This is an optimization exercise on Yosys and OpenROAD, whose aim is small area and a short achievable clock period, not a production implementation.
At most, simulation tests tie the RTL to the original design; equivalence was not proved.
Only the layout flow was run in run 1; the RTL was not checked for function there.

## flow/design.v (module list and top-level ports; edited modules follow where they fit)
// module wk512_munit: 1876 lines
module wk512_munit (
    input  wire        clk,
    input  wire        rst,         
    input  wire        in_valid,
    input  wire        in_short,
    input  wire [6:0]  in_opc,
    input  wire [4:0]  in_dst,
    input  wire [4:0]  in_src,
    input  wire [31:0] in_a,
    input  wire [31:0] in_b,
    input  wire        in_chain,
    output reg         g3_wen,
    output reg  [4:0]  g3_dst,
    output reg  [31:0] g3_data,
    output reg         g1_wen,
    output reg  [4:0]  g1_dst,
    output reg  [31:0] g1_data,
    output reg  [63:0] ac0,
    output reg  [63:0] ac1
);
  // ...
==> flow/flow/run.sh <==
#!/bin/bash
set -euo pipefail
export SETUP_SLACK_MARGIN=7
bash standard.sh > standard_flow.log 2>&1
==> flow/standard.sh <==
#!/bin/bash
# synth_recipe.tcl (not shown) runs the flow's synth.tcl, then flattens the netlist and writes it again
# the make line also repeats each setting of config.mk as NAME=value (left out here)
make -C /OpenROAD-flow-scripts/flow DESIGN_CONFIG=/design/flow/config.mk WORK_HOME=/design/flow/orfs CLKGATE_MAP_FILE= SYNTH_SCRIPT=/design/flow/synth_recipe.tcl "${@:-finish}"
==> flow/config.mk <==
export PLATFORM = sky130hd
export DESIGN_NAME = wk512_munit
export DESIGN_NICKNAME = wk512_munit
export VERILOG_FILES = /design/flow/design.v
export SDC_FILE = /design/flow/constraint.sdc
export NUM_CORES = 4
export LEC_CHECK = 0
export CAP_MARGIN = 20
export CORE_MARGIN = 2
export CORE_UTILIZATION = 30
export PLACE_DENSITY = 0.45
export SLEW_MARGIN = 20
==> flow/constraint.sdc <==
create_clock -name core_clock -period 11.5 [get_ports {clk}]
set_input_delay 2.3000 -clock core_clock [delete_from_list [all_inputs] [get_ports {clk}]]
set_output_delay 2.3000 -clock core_clock [all_outputs]
set_load 0.01 [all_outputs]
==> impl_results.md, run 1 <==
- CP most frequent cell: and3_4
- Final WL: 306,000 um
- First-pass GRT wire length: 418,000 um
- Post-Synth Adder-Cell Area: 21.6%
- CLK BUF: 90
- CP cell instances: and3_4 -> and3_4 -> nand4_1 -> nor2_2 -> and3_4 -> nand3_2 -> o41a_1 -> ha_4 -> and4_4 -> nor2b_4 -> and2_4 -> a21o_1 -> a21oi_1 -> nor2_1 -> buf_2
- Placed cells: 8,893
- Number of enable flip-flop cells after synthesis: 0
- Asr flop ratio synth: 0%
- Max incr delay on CP: 0.38 ns
- Period utilisation layout: 50.8%
- Worst slew pin tran: 1.35 ns
- Syn Nets: 7,345
- Max FO, Critical Path: 8
- Flop2flop setup slack: 6.74 ns
- Complex-gate fraction of the synthesized area: 19.2%
- RSZ-0062 raised after global routing: true
- Post-CTS Setup Inserts: 127
- Synth warn: 1
- Layout non-clock buf frac: 12.2%
- Vias per cell: 5.81
- Post-synth top cells: nand2_1, dfxtp_1, inv_1
- Multi-input gate area: 42,200 um2
- Main area contributors after synthesis: dfxtp_1, fa_1, a22oi_1
- Repair and plain buffers: 730
- Hold-fix buffers at CTS: 0
- Root Driver: clkbuf_16
- Fillers: 18,800
- Simple-gate portion of the synthesized area: 11.5%
- Status: no timing/DRC/antenna violations
- Final Instance Area: 70,800 um2
- Non-Filler Instances: 9,326
- H-tree depth: 3
==> inputs of run 2 (changes only) <==
--- a/flow/design.v
+++ b/flow/design.v
@@ -92,17 +92,17 @@
         case (d_rdk)
             2'd0:    rd_w = v[31:0];
             2'd1:    rd_w = v[63:32];
             default: rd_w = w;
         endcase
     end
     reg [31:0] r1_w;
     reg        r1_inc, r1_big, r1_neg;
-    wire [63:0] wr_val = d_wrsx ? {{32{in_a[31]}}, in_a} : {in_a, in_b};
+    wire [63:0] wr_val = in_opc[4] ? {{32{in_a[31]}}, in_a} : {in_a, in_b};
     wire [31:0] e_a = d_sqr ? in_b : in_a;
     wire [32:0] e_xl = d_m16 ? {e_a[15], e_a[15:0], 16'b0} : {d_sgn & e_a[31], e_a};
     wire [32:0] e_xh = d_m16 ? {{17{e_a[31]}}, e_a[31:16]} : {d_sgn & e_a[31], e_a};
     wire [15:0] e_bo, e_bt, e_bn;
     wire        e_bu = in_b[31] & ~d_sgn & ~d_m16;
     assign e_bo[0] = in_b[0] ^ 1'b0;
     assign e_bt[0] = (in_b[1] & ~in_b[0] & ~1'b0) | (~in_b[1] & in_b[0] & 1'b0);
     assign e_bn[0] = in_b[1] ^ d_neg;
@@ -151,18 +151,20 @@
     assign e_bo[15] = in_b[30] ^ in_b[29];
     assign e_bt[15] = (in_b[31] & ~in_b[30] & ~in_b[29]) | (~in_b[31] & in_b[30] & in_b[29]);
     assign e_bn[15] = in_b[31] ^ d_neg;
     reg        s1_v, s1_m16, s1_acw, s1_idx, s1_chain, s1_sat, s1_hi;
     reg [4:0]  s1_dst;
     reg [32:0] s1_xl, s1_xh;
     reg [15:0] s1_bo, s1_bt, s1_bn;
     reg        s1_bu;
+    reg        s1_accum;
     reg [63:0] s1_acc;
-    wire [63:0] acc_now = d_acc_idx ? ac1 : ac0;
+    wire        e_idx   = in_short ? !in_opc[0] : in_dst[0];
+    wire [63:0] acc_now = e_idx ? ac1 : ac0;
     always @(posedge clk) begin
         if (rst) begin
             s1_v <= 1'b0;
         end else begin
             s1_v <= in_valid && d_mul;
         end
         s1_m16   <= d_m16;
         s1_acw   <= d_acw;
@@ -172,17 +174,18 @@
         s1_hi    <= d_hi;
         s1_dst   <= in_dst;
         s1_xl    <= e_xl;
         s1_xh    <= e_xh;
         s1_bo    <= e_bo;
         s1_bt    <= e_bt;
         s1_bn    <= e_bn;
         s1_bu    <= e_bu;
-        s1_acc   <= d_accum ? acc_now : 64'd0;
+        s1_acc   <= acc_now;
+        s1_accum <= d_accum;
     end
     wire pp0_0 = (s1_bo[0] & s1_xl[0]) ^ s1_bn[0];
     wire pp0_1 = ((s1_bo[0] & s1_xl[1]) | (s1_bt[0] & s1_xl[0])) ^ s1_bn[0];
     wire pp0_2 = ((s1_bo[0] & s1_xl[2]) | (s1_bt[0] & s1_xl[1])) ^ s1_bn[0];
     wire pp0_3 = ((s1_bo[0] & s1_xl[3]) | (s1_bt[0] & s1_xl[2])) ^ s1_bn[0];
     wire pp0_4 = ((s1_bo[0] & s1_xl[4]) | (s1_bt[0] & s1_xl[3])) ^ s1_bn[0];
     wire pp0_5 = ((s1_bo[0] & s1_xl[5]) | (s1_bt[0] & s1_xl[4])) ^ s1_bn[0];
     wire pp0_6 = ((s1_bo[0] & s1_xl[6]) | (s1_bt[0] & s1_xl[5])) ^ s1_bn[0];
@@ -1840,17 +1843,17 @@
     wire [64:0] csa_s = op_b ^ s2_ps ^ s2_pc;
     wire [64:0] csa_c = (op_b & s2_ps) | (op_b & s2_pc) | (s2_ps & s2_pc);
     wire [64:0] sum   = csa_s + {csa_c[63:0], s2_cin};
     wire        ovf   = sum[64] ^ sum[63];
     wire [63:0] acc_res = (s2_sat && ovf) ? {sum[64], {63{!sum[64]}}} : sum[63:0];
     wire acc3_we = s2_v && s2_acw;
     wire acc1_we = in_valid && d_wr;
     always @(posedge clk) begin
-        s2_acc <= s1_chain ? acc_res : s1_acc;
+        s2_acc <= s1_chain ? acc_res : (s1_accum ? s1_acc : 64'd0);
         if (rst) begin
             ac0     <= 64'd0;
             ac1     <= 64'd0;
             g3_wen  <= 1'b0;
             g1_wen  <= 1'b0;
         end else begin
             if (acc1_we && !d_acc_idx)
                 ac0 <= wr_val;
@@ -1866,11 +1869,18 @@
         g3_dst  <= s2_dst;
         g3_data <= s2_hi ? sum[63:32] : sum[31:0];
         g1_dst  <= in_dst;
         r1_w    <= rd_w;
         r1_inc  <= inc;
         r1_big  <= d_rdk[1] && big;
         r1_neg  <= v[63];
     end
-    wire        r1_inc_eff = r1_inc && (r1_w != 32'h7FFF_FFFF);
-    always @(*) g1_data = r1_big ? {r1_neg, {31{!r1_neg}}} : (r1_w + {31'd0, r1_inc_eff});
+    wire [31:0] q0 = {r1_w[30:0], 1'b1};           
+    wire [31:0] q1 = q0 & {q0[30:0], 1'b1};
+    wire [31:0] q2 = q1 & {q1[29:0], 2'b11};
+    wire [31:0] q3 = q2 & {q2[27:0], 4'hF};
+    wire [31:0] q4 = q3 & {q3[23:0], 8'hFF};
+    wire [31:0] q5 = q4 & {q4[15:0], 16'hFFFF};    
+    wire        r1_inc_eff = r1_inc && (r1_neg || !q5[31]);
+    wire [31:0] r1_sum = r1_w ^ (q5 & {32{r1_inc_eff}});
+    always @(*) g1_data = r1_big ? {r1_neg, {31{!r1_neg}}} : r1_sum;
 endmodule
==> flow/flow/run.sh (replaced) <==
#!/bin/bash
set -euo pipefail
export SETUP_SLACK_MARGIN=6
bash standard.sh > standard_flow.log 2>&1
==> flow/config.mk (replaced) <==
export PLATFORM = sky130hd
export DESIGN_NAME = wk512_munit
export DESIGN_NICKNAME = wk512_munit
export VERILOG_FILES = /design/flow/design.v
export SDC_FILE = /design/flow/constraint.sdc
export NUM_CORES = 4
export LEC_CHECK = 0
export CAP_MARGIN = 20
export CORE_MARGIN = 2
export CORE_UTILIZATION = 55
export PLACE_DENSITY = 0.65
export SLEW_MARGIN = 20
==> impl_results.md, run 2 <==
- Status: no timing/DRC/antenna violations
- HPWL Detailed: 178,000 um
- # Max-Cap Violations: 0
- Top cell type's share of synthesized area: 21.4%
- Data arrival, critical path: 5.93 ns
- Initial DRC Count: 8,657
- Core Rows: 116
- Final hold vios: 0
- Final min period: 5.47 ns
- FF-to-FF path depth: 12
- Max FO, Critical Path: 51 (+43)
- Asr flop ratio synth: 0% (unchanged)
- Post-synth top cells: dfxtp_1, inv_1, nand2_1
- Register area share after synthesis: 21.4%
- Multi-input gate area: 39,400 um2 (-6.8%)
- TritonCTS Buffers: 66
- Initial Util: 55.7%
- Vias per cell: 6.79 (+17%)
- Port bufs: 285
- CP startpoint kind: primary input
- Met2 Wirelength: 102,000 um
- Congestion Overflow GR: 0
- CTS tree: built
- Critical setup path kind: primary input to flip-flop
- Die ar.: 104,000 um2
- Post-Syn Instances: 6,345
- CP endpoint kind: flip-flop
- Syn Nets: 7,081 (-3.6%)
- Min-delay src: s1_idx$_DFF_P_
- Metal3 WL: 35,100 um
- Max Freq: 0.183 GHz
- Ys flop type: dfxtp_1
- Sequential Area: 12,000 um2
- Vias in the first global route: 49,800
- FF+latch count, synth: 599
- Fillers: 8,879 (-53%)
- Final net count: 6,944
- RSZ-0062 raised after global routing: true
- Largest net degree at the start of global routing: 84
- Period utilisation layout: 47.5% (-3.2 points)
- H-tree depth: 3 (unchanged)
- Synth warn: 1 (unchanged)
- Reg2reg end: s2_acc[63]$_DFF_P_
- Root Driver: clkbuf_16
- Core region area: 100,000 um2
- Clock Skew: 0.0498 ns
- Wl on met1: 93,100 um
- Flop2flop setup slack: 6.04 ns (-0.70 ns)
- Aggregate negative setup slack: 0 ns
- CTS max path bufs: 3
- Largest regs: s2_pc: 65 flops, s2_ps: 65 flops
- Final WL: 248,000 um (-19%)
- Worst slew pin tran: 1.22 ns (-0.134 ns)
- Synth area leader: dfxtp_1
- CTS sink count: 599
- Hold slack: 0.328 ns
- Main area contributors after synthesis: dfxtp_1, fa_1, a22oi_1
- Horiz. Die Dim: 323 um
- Crit path required time: 11.96 ns
- Hold path endpoint: s2_idx$_DFF_P_
- ANT nets after route: 0
- Syn avg cell area: 8.81 um2
- R2r startpoint: s2_acc[18]$_DFF_P_
- I/O pin total: 290
- Highest routed metal layer: met5
- Total number of vias: 51,800
- Final setup fails: 0
- Number of enable flip-flop cells after synthesis: 0 (unchanged)
- DR pass1 iterations: 8
- Total track usage: 46.8%
- Most common library cell in the layout ignoring fill and taps: dfxtp_1
- Layout cells sized above 1: 10.7%
- Chip height: 323 um
- Later-pin clock latency in the skew report: 0.66 ns
- Pins Over Slew Limit: 0
- First-pass GRT wire length: 353,000 um (-15%)
- Distinct cells, synth: 85
- Final Wtd Congestion: 1.03
- Slew Limit Headroom: 18.8%
- Most frequent cell after synthesis: dfxtp_1
- Commonest cells after routing, fill and taps aside: dfxtp_1, inv_1, nand2_1
- Netlist Area Pre-Place: 55,900 um2
- Residual DRC: 0
- Hold path cells: 0
- Area growth syn-to-layout: 9.92%
- Avg WL per Cell: 32.5 um
- CTS clk-pin slew, worst paths: 0.06 ns
- Hold Crit Class: flip-flop to flip-flop
- Initial antenna violation count: 39
-- run 2: changes by cell type in the layout (fill, tap and decap cells not counted), sizes merged, moves of 21 or more --
cell           previous run  this run
a21oi                   403       332
a221oi                   73       120
and3                     38        11
buf                     438       152
bufbuf                   33         0
clkdlybuf4s50           243       268
inv                     563       584
mux2                    147       247
mux2i                   143       206
mux4                     59        29
nand2                   713       538
nor2                    459       228
o21ai                   325       435
-- run 2: repair_timing --
action / in CTS / in global routing
gates resized for setup: 16 / 23
setup buffers: 2 / 1
pin swaps: 2 / 3
hold buffers: 0 / 0
endpoints found under the setup margin: 34 / 114
-- run 2: cells by family after synthesis --
| logic type | Yosys count | synth area share, % |
|---|---|---|
| flops | 599 | 21.4 |
| buf+inv | 1213 | 8.39 |
| compound gates | 1684 | 19.9 |
| fa+ha+maj | 650 | 21.7 |
| simple gates | 1056 | 8.34 |
| mux | 482 | 9.85 |
| xor+xnor | 661 | 10.4 |
-- run 2: final cells by class --
type / instances / share of cell area, %
Inverter: 578 / 3.54
Timing Repair Buffer: 430 / 6.41
Clock buffer: 82 / 2.95
Antenna cell: 13 / 0.0529
Tap cell: 1357 / 2.76
Multi-Input combinational cell: 4533 / 64.1
Clock inverter: 37 / 0.668
Sequential cell: 599 / 19.6
-- run 2: worst max-delay path by stage --
stage / to / from
6_report: r1_w[17]$_DFF_P_ / in_b[0]
5_1_grt: r1_w[25]$_DFF_P_ / in_src[0]
4_1_cts: g1_data[27] / r1_w[16]$_DFF_P_
3_5_place_dp: r1_w[17]$_DFF_P_ / in_b[1]
3_3_place_gp: r1_w[25]$_DFF_P_ / in_src[0]
2_1_floorplan: r1_inc$_DFF_P_ / in_b[1]
-- run 2: per-stage QoR --
step / worst slack (ns) / util, % / std cells / area, um2
2_1_floorplan: 6.20 / - / 6345 / 55900
3_3_place_gp: 5.33 / 58.8 / 7494 / 59100
6_report: 6.03 / 61.2 / 7629 / 61500
3_5_place_dp: 5.34 / 58.8 / 7494 / 59100
4_1_cts: 5.84 / 61.1 / 7615 / 61400
5_1_grt: 5.93 / 61.2 / 7621 / 61400
-- run 2: routing by layer --
metal,track usage (%),up-vias
met3,15.6,921
li1,-,21400
met1,62.1,25300
met2,66.3,4182
met5,0.694,-
met4,26.7,43
-- run 2: critical path: stages --
cell and delay [ns]:
buf_2 0.45, buf_4 0.53, inv_2 0.11, buf_4 0.36, mux2_2 0.41, mux2i_1 0.25
mux2i_1 0.15, nor2_1 0.12, a21oi_1 0.07, mux4_2 0.54, o21ai_0 0.56
==> inputs of run 3 (changes only) <==
--- a/flow/config.mk
+++ b/flow/config.mk
@@ -7,6 +7,6 @@
 export LEC_CHECK = 0
 export CAP_MARGIN = 20
 export CORE_MARGIN = 2
-export CORE_UTILIZATION = 55
-export PLACE_DENSITY = 0.65
+export CORE_UTILIZATION = 30
+export PLACE_DENSITY = 0.45
 export SLEW_MARGIN = 20
==> impl_results.md, run 3 <==
- Hold-fix buffers at CTS: 0 (unchanged)
- Synth area leader: dfxtp_1
- Netlist Area Pre-Place: 55,900 um2 (unchanged)
- CTS max path bufs: 3 (unchanged)
- Vias per cell: 5.71 (-16%)
- Most frequent cell after synthesis: dfxtp_1
- ANT nets after route: 0 (unchanged)
- Register area share after synthesis: 21.4% (unchanged)
- Post-Syn Instances: 6,345 (unchanged)
- Worst slew pin tran: 1.17 ns (-0.0417 ns)
- Area growth syn-to-layout: 13.5%
- Total number of vias: 50,200 (-3.1%)
- Commonest cells after routing, fill and taps aside: dfxtp_1, inv_1, nand2_1
- Period utilisation layout: 47.4% (-0.12 points)
- Core region area: 185,000 um2 (+84%)
- Initial Util: 30.2% (-25 points)
- Chip height: 436 um (+35%)
- Die ar.: 190,000 um2 (+82%)
- H-tree depth: 3 (unchanged)
- Syn avg cell area: 8.81 um2 (unchanged)
- Ys flop type: dfxtp_1
- Pins Over Slew Limit: 0 (unchanged)
- Horiz. Die Dim: 436 um (+35%)
- Max Freq: 0.183 GHz (+0.26%)
- Gr busiest metal: met2
- Final Wtd Congestion: 0.957 (-6.8%)
- Final net count: 6,977 (+0.48%)
- I/O pin total: 290 (unchanged)
- # Max-Cap Violations: 0 (unchanged)
- TritonCTS Buffers: 75 (+14%)
- Slew Limit Headroom: 20.8% (+2.1 points)
- Main area contributors after synthesis: dfxtp_1, fa_1, a22oi_1
- Vias in the first global route: 50,100 (+0.61%)
- Aggregate negative setup slack: 0 ns (unchanged)
- Clock Skew: 0.0799 ns (+0.0302 ns)
- Root Driver: clkbuf_16
- Top cell type's share of synthesized area: 21.4% (unchanged)
- Largest net degree at the start of global routing: 91 (+8.3%)
- Syn Nets: 7,081 (unchanged)
- First-pass GRT wire length: 387,000 um (+9.6%)
- Final WL: 274,000 um (+10%)
- CTS clk-pin slew, worst paths: 0.06 ns (about the same)
- Critical setup path kind: flip-flop to flip-flop
- Hold slack: 0.304 ns (-0.0241 ns)
- Most common library cell in the layout ignoring fill and taps: dfxtp_1
- RSZ-0062 raised after global routing: true
- Final min period: 5.45 ns (-0.0143 ns)
- Fillers: 19,300 (+120%)
- Met1 Track Usage GR: 37.3% (-25 points)
- Max FO, Critical Path: 33 (-35%)
- M3 GR Usage: 5.72% (-9.9 points)
- Final setup fails: 0 (unchanged)
- Synth warn: 1 (unchanged)
- Initial DRC Count: 6,101 (-30%)
- Final hold vios: 0 (unchanged)
- CTS tree: built
- Non-Filler Instances: 8,797 (+15%)
- Largest regs: s2_pc: 65 flops, s2_ps: 65 flops
- Met2 Usage GRT: 43.3% (-23 points)
- Residual DRC: 0 (unchanged)
- Status: no timing/DRC/antenna violations
- Layout cells sized above 1: 11.3% (+0.57 points)
- Core Rows: 158 (+36%)
- Data arrival, critical path: 6.00 ns (+0.07 ns)
- Hold Crit Class: flip-flop to flip-flop
- Distinct cells, synth: 85 (unchanged)
- Placed cells: 8,639 (+15%)
- Initial antenna violation count: 51 (+31%)
- CP endpoint kind: flip-flop
- HPWL Detailed: 204,000 um (+14%)
- DR pass1 iterations: 6 (-2)
- CTS sink count: 599 (unchanged)
- Number of enable flip-flop cells after synthesis: 0 (unchanged)
- Avg WL per Cell: 31.1 um (-4.2%)
- Asr flop ratio synth: 0% (unchanged)
- Later-pin clock latency in the skew report: 0.73 ns (+0.07 ns)
- Total track usage: 28.1% (-19 points)
- Post-synth top cells: dfxtp_1, inv_1, nand2_1
- FF+latch count, synth: 599 (unchanged)
- CP startpoint kind: flip-flop
- Congestion Overflow GR: 0 (unchanged)
- Port bufs: 285 (unchanged)
- Crit path required time: 12.04 ns (+0.08 ns)
==> run 3: stage by stage <==
step / setup slack [ns] / util [%] / area (um2)
floorplan: 6.20 / - / 55900
global placement: 4.87 / 32.7 / 60700
detailed placement: 4.85 / 32.7 / 60700
CTS: 5.87 / 34.2 / 63300
global route: 5.93 / 34.2 / 63400
finish: 6.05 / 34.3 / 63500
==> run 3: worst max-delay path, stage by stage, from the launching register on <==
cell and delay [ns]:
dfxtp_1 0.32, fa_1 0.53, ha_1 0.21, inv_1 0.08, fa_1 0.46, nand2b_1 0.19, a21o_1 0.22, a21o_1 0.24
a2111oi_4 0.66, o21ai_0 0.25, nand3b_1 0.19, nand4_1 0.16, mux2i_4 0.56, nor2_4 0.27, buf_4 0.36, a21oi_1 0.59
==> run 3: final timing paths <==
check | cells after the start | start | slack (ns) | to
setup reg to reg | 15 | s2_ps[0]$_DFF_P_ | 6.05 | s2_acc[40]$_DFF_P_
setup / recovery | 15 | s2_ps[0]$_DFF_P_ | 6.05 | s2_acc[40]$_DFF_P_
hold / removal | 0 | s1_acw$_DFF_P_ | 0.30 | s2_acw$_DFF_P_
hold reg to reg | 0 | s1_acw$_DFF_P_ | 0.30 | s2_acw$_DFF_P_
==> run 3: area by class of cell <==
type                            instances  area, um2  area share, %
Sequential cell                       599      12000           19.0
Inverter                              578       2180           3.43
Antenna cell                           22       55.1         0.0868
Clock buffer                           98       2060           3.25
Tap cell                             2480       3100           4.89
Multi-Input combinational cell       4533      39400           62.1
Timing Repair Buffer                  454       4140           6.52
Clock inverter                         33        467          0.735
==> run 3: routing by layer <==
layer  up-vias  wire, um
li1      21500         -
met1     25400    112000
met2      2799    122000
met5         -       170
met3       526     24300
met4        22     15000
==> run 3: what timing repair did <==
action	CTS	global route
hold endpoints to repair	0	0
gates resized for setup	28	27
setup endpoints to repair	102	159
gates cloned	0	0
pin swaps	3	3
buffers inserted	3	2
==> run 3: kinds of logic after synthesis <==
| logic type | Yosys count | synth area share, % |
|---|---|---|
| muxes | 482 | 9.85 |
| adders and majority gates | 650 | 21.7 |
| xor gates and xnor gates | 661 | 10.4 |
| buffers and inverters | 1213 | 8.39 |
| AOI/OAI and AO/OA | 1684 | 19.9 |
| DFF | 599 | 21.4 |
| and+or+nand+nor | 1056 | 8.34 |

[separate check: timing with driven ports]
How much do the figures lean on ideal ports? The routed layouts below were timed once more, with nothing changed but the port constraints.
Step 1: set_driving_cell puts a clkbuf_16 on clk and a buf_2 on each other input, an assumption about the parent block.
Step 2 times the ports against the registers' clock, not the clock port: input delays grow and output delays shrink by t, the midpoint of the rising clock arrivals with the driver on.
a / b / c = ideal ports / drivers / drivers and shift; a / b = the first two.
run | shift t [ns] | setup WS [ns] | hold slack, ns | worst setup path after step 2 | cell pins on the clock port's net
run 1 | 0.752 | 5.662 / 5.576 / 6.220 | 0.322 / 0.322 / 0.322 | input to register | 1
run 2 | 0.711 | 6.033 / 6.028 / 5.368 | 0.328 / 0.328 / 0.328 | input to register | 1
run 3 | 0.768 | 6.047 / 5.983 / 5.354 | 0.304 / 0.304 / 0.304 | input to register | 1
After both steps every run listed still meets setup and hold. For run 3, which loses most, drivers alone change the setup slack by -0.064 ns; drivers and shift together by -0.693 ns.
